This is an optimization exercise on Yosys and OpenROAD, whose aim is small area, not a production implementation.
At most, simulation tests tie the RTL to the original design; equivalence was not proved.
Power figures rest on the tool's default switching activity, not on a simulated workload.

Design sdm_bank, start of the top module:
module sdm_bank #(
    parameter NCH = 4
) (
    input  wire              clk,
    input  wire              rst,
    input  wire              sdm_stb,
    input  wire [NCH-1:0]    sdm_dat,
    input  wire              cfg_we,
    input  wire [1:0]        cfg_ch,
    input  wire [1:0]        cfg_addr,
    input  wire [31:0]       cfg_wdata,
    output wire [NCH-1:0]    dat_valid,
    output wire [32*NCH-1:0] dat_word,
    output wire [NCH-1:0]    cmp_valid,
    output wire [16*NCH-1:0] cmp_value,
    output wire [NCH-1:0]    cmp_above,
    output wire [NCH-1:0]    cmp_below,
    output wire [NCH-1:0]    ovr,
    output wire [NCH-1:0]    active
);
Size: about 260 I/O pins, ~0.070 mm^2 of cells after synthesis.
clock: 12.0 ns
lec_check: 0
abc_area: 1
cap_margin: 20
core_margin: 2
core_utilization: 55
cts_buf_list: sky130_fd_sc_hd__clkbuf_4
place_density: 0.7
slew_margin: 20
standard.sh (not shown) runs the stock make flow with config.mk's settings and CLKGATE_MAP_FILE= SYNTH_SCRIPT=/design/flow/synth_recipe.tcl, a recipe that flattens the netlist after the stock synthesis.
==> flow/flow/run.sh <==
#!/bin/bash
# Standard layout, with the smallest buffer on the ports and clock tree
# synthesis with larger sink clusters and no dummy loads.
set -euo pipefail
export BUFFER_PORTS_ARGS="-buffer_cell sky130_fd_sc_hd__buf_1"
export CTS_ARGS="-sink_clustering_enable -repair_clock_nets -dont_use_dummy_load -buf_list sky130_fd_sc_hd__clkbuf_8 -sink_clustering_size 14 -sink_clustering_max_diameter 60"
bash standard.sh > standard.log 2>&1
The first run finished with timing, DRC and antenna clean.
Change:
Settings changed: CAP_MARGIN 20 to 5, CTS_BUF_LIST sky130_fd_sc_hd__clkbuf_4 to unset, SLEW_MARGIN 20 to 5.
Critical path depth stays the same.
Count of clock-buffer cells in the layout is unchanged.
Routed wire length is about the same.
Utilization is about the same.
First-iteration DRC count is about the same.
Change:
Settings changed: CAP_MARGIN 5 to 20, CORE_UTILIZATION 55 to 70, PLACE_DENSITY 0.7 to 0.8, SLEW_MARGIN 5 to 20.
After rerunning: The changed run produced a clean layout; power barely changes; clock power barely changes; flip-flop and latch count stays the same; via count climbs by 1.6%; area after synthesis is unchanged; register-to-register slack gets better by 70 ps; synthesized cell count stays the same; clock skew drops by 3.8 ps; cell count falls by 3.8%.
Change:
==> flow/flow/run.sh (replaced) <==
#!/bin/bash
# Standard layout, with the smallest buffer on the ports and clock tree
# synthesis with larger sink clusters and no dummy loads.
set -euo pipefail
export BUFFER_PORTS_ARGS="-buffer_cell sky130_fd_sc_hd__buf_1"
export CTS_ARGS="-sink_clustering_enable -repair_clock_nets -dont_use_dummy_load -buf_list sky130_fd_sc_hd__clkbuf_16 -sink_clustering_size 20 -sink_clustering_max_diameter 80"
bash standard.sh > standard.log 2>&1
Settings changed: CORE_UTILIZATION 70 to 55, CTS_BUF_LIST set to sky130_fd_sc_hd__clkbuf_4, PLACE_DENSITY 0.8 to 0.7.
The new run finished clean.
Global-route usage falls by 6.5 points.
Synthesized cell count does not change.
Wire length hardly moves.
No run of this note included a check of the RTL's function; only the layout flow was run.

* * *

run a:
sdm_bank, a different RTL version from the one above (not shown whole).
Size in the first run: about 7700 cells after synthesis, roughly 1700 flip-flops, ~70000 um2 of cells after synthesis.
clock: 12.0 ns
lec_check: 0
abc_area: 1
cap_margin: 20
core_margin: 2
core_utilization: 55
cts_buf_list: sky130_fd_sc_hd__clkbuf_4
place_density: 0.7
slew_margin: 20
==> flow/flow/run.sh <==
#!/bin/bash
# Standard layout, with the smallest buffer on the ports and clock tree
# synthesis told not to add dummy loads.
set -euo pipefail
export BUFFER_PORTS_ARGS="-buffer_cell sky130_fd_sc_hd__buf_1"
export CTS_ARGS="-sink_clustering_enable -repair_clock_nets -dont_use_dummy_load -buf_list sky130_fd_sc_hd__clkbuf_4"
bash standard.sh > standard.log 2>&1
Run a went all the way through synthesis, placement and routing and the layout is clean on timing, DRC and antenna.
Modified inputs, run b compared to run a
==> flow/flow/run.sh <==
#!/bin/bash
# Standard layout, with clock tree synthesis told not to add dummy loads.
set -euo pipefail
export CTS_ARGS="-sink_clustering_enable -repair_clock_nets -dont_use_dummy_load -buf_list sky130_fd_sc_hd__clkbuf_4"
bash standard.sh > standard.log 2>&1
Notes after the runs:
Run b ends up with a first-pass GRT wire length that is 2200 um higher than in run a. | violation count after the first detailed-route iteration | run b vs run a | ≈ equal |. Run a → run b: standby leakage power up about 1.6%, fraction of power spent switching nets up 0.69 points, smallest hold slack up 0.048 ns. Run b can be clocked faster than run a. Comparing run b and run a, the higher total power was measured on run b. Going from run a to run b, count of plain and timing-repair buffers in the layout shrinks by 0.38%. There was hardly any difference in cell count between run b and run a. Run b vs run a — antenna cell count dropped 6.

* * *

red:
Another version of the RTL of sdm_bank (not shown whole).
Size: roughly 7,700 cells after synthesis, roughly 1,700 flip-flops, about 260 I/O pins.
==> flow/design.v (excerpt) <==
module sdm_bank #(
    parameter NCH = 4
) (
    input  wire              clk,
    input  wire              rst,
    input  wire              sdm_stb,
    input  wire [NCH-1:0]    sdm_dat,
    input  wire              cfg_we,
    input  wire [1:0]        cfg_ch,
    input  wire [1:0]        cfg_addr,
    input  wire [31:0]       cfg_wdata,
    output wire [NCH-1:0]    dat_valid,
    output wire [32*NCH-1:0] dat_word,
    output wire [NCH-1:0]    cmp_valid,
    output wire [16*NCH-1:0] cmp_value,
    output wire [NCH-1:0]    cmp_above,
    output wire [NCH-1:0]    cmp_below,
    output wire [NCH-1:0]    ovr,
    output wire [NCH-1:0]    active
);
Settings: LEC_CHECK=0, ABC_AREA=1, CAP_MARGIN=20, CORE_MARGIN=2, CORE_UTILIZATION=55, CTS_BUF_LIST=sky130_fd_sc_hd__clkbuf_2 sky130_fd_sc_hd__clkbuf_4 sky130_fd_sc_hd__clkbuf_8, CTS_CLUSTER_SIZE=10, PLACE_DENSITY=0.7, SLEW_MARGIN=20; clock period 12.0 ns.
run.sh (not shown) runs the stock make flow with config.mk's settings and CLKGATE_MAP_FILE= SYNTH_SCRIPT=/design/flow/synth_recipe.tcl, a recipe that flattens the netlist after the stock synthesis.
Stock flow here: none of the scripts above is used.
red finished end to end and its layout was clean on timing, DRC and antenna.
Setup changes, red to blue
Settings: CTS_BUF_LIST removed (was sky130_fd_sc_hd__clkbuf_2 sky130_fd_sc_hd__clkbuf_4 sky130_fd_sc_hd__clkbuf_8); CORE_UTILIZATION changed from 55 to 40; CTS_CLUSTER_SIZE removed (was 10); PLACE_DENSITY changed from 0.7 to 0.6.
Results
- Part of the power in combinational logic ended up 0.3 points lower on blue than on red.
- Compared with red, blue shows a higher non-clock buffer count.
- Compared blue against red; footprint of the multi-input gates within noise.
- blue against red: routing usage on met2 has decreased; layout cell share with drive strength beyond 1 has decreased.
Input changes introduced in green (baseline for comparison: blue):
Settings: CTS_BUF_LIST: unset -> sky130_fd_sc_hd__clkbuf_8; PLACE_DENSITY: 0.6 -> 0.7; CORE_UTILIZATION: 40 -> 55; CTS_CLUSTER_SIZE: unset -> 30.
Findings:
| global-route usage over all layers | green vs blue | 6.2 points higher |
green vs blue on final cell area excluding filler cells: green is the lower one.
Setup slack after layout in green is 0.42 ns above blue.
Delta (green minus blue): peak supply drop fell about 7%, die boundary height fell 15%, share of the final layout cell area in multi-input gates rose 0.56 points.
The following lists how orange was set up differently from green:
Settings: a change of CTS_BUF_LIST from sky130_fd_sc_hd__clkbuf_8 to sky130_fd_sc_hd__clkbuf_4; a deleted CTS_CLUSTER_SIZE that had been 30.
--- outcome ---
- Diff green..orange | depth of the most critical reg-to-reg path | unchanged
- The lower register fraction of the total cell area of green and orange is in green.
- Relative to green, routed metal-1 wire length has gone down in orange.
Function was not checked in any run of this note: the RTL went through the layout flow alone.

-- static timing again, ports no longer ideal --
The results above use ideal ports. As a check the final layouts listed here were re-extracted and re-timed, cells and wires unchanged. Step 1: set_driving_cell puts a clkbuf_16 on clk and a buf_2 on each other input, an assumption about the parent block. Step 2 moves the port delays by t, midway between the first and last clock arrival at a register: inputs arrive t later, outputs are due t later. That takes back most of the time a late clock gives input paths. Slacks: ideal / step 1 / step 2; pairs: ideal / step 1.
run	t (ns)	slack for setup (ns)	clock arrival spread, ns	slew at the worst register clock pin (ns)	worst slew at a driven data input, ns
the first run of note 1	0.910	1.771 / 1.771 / 1.771	0.093 / 0.093	0.09 / 0.09	0.12
the second run of note 1	0.910	1.771 / 1.771 / 1.771	0.094 / 0.093	0.09 / 0.09	0.12
the third run of note 1	0.877	1.842 / 1.842 / 1.842	0.102 / 0.103	0.10 / 0.10	0.11
the fourth run of note 1	0.742	1.791 / 1.791 / 1.791	0.083 / 0.082	0.09 / 0.09	0.13
run a	1.336	1.529 / 1.529 / 1.529	0.151 / 0.151	0.07 / 0.07	0.14
run b	1.316	1.747 / 1.747 / 1.747	0.123 / 0.123	0.07 / 0.07	0.14
red	1.014	1.615 / 1.615 / 1.615	0.085 / 0.085	0.07 / 0.07	0.15
blue	0.896	1.189 / 1.189 / 1.189	0.058 / 0.058	0.07 / 0.07	0.12
green	1.010	1.609 / 1.609 / 1.609	0.087 / 0.087	0.07 / 0.07	0.17
orange	1.310	1.640 / 1.640 / 1.640	0.147 / 0.147	0.08 / 0.08	0.17
After both steps setup and hold are still met in every run listed.
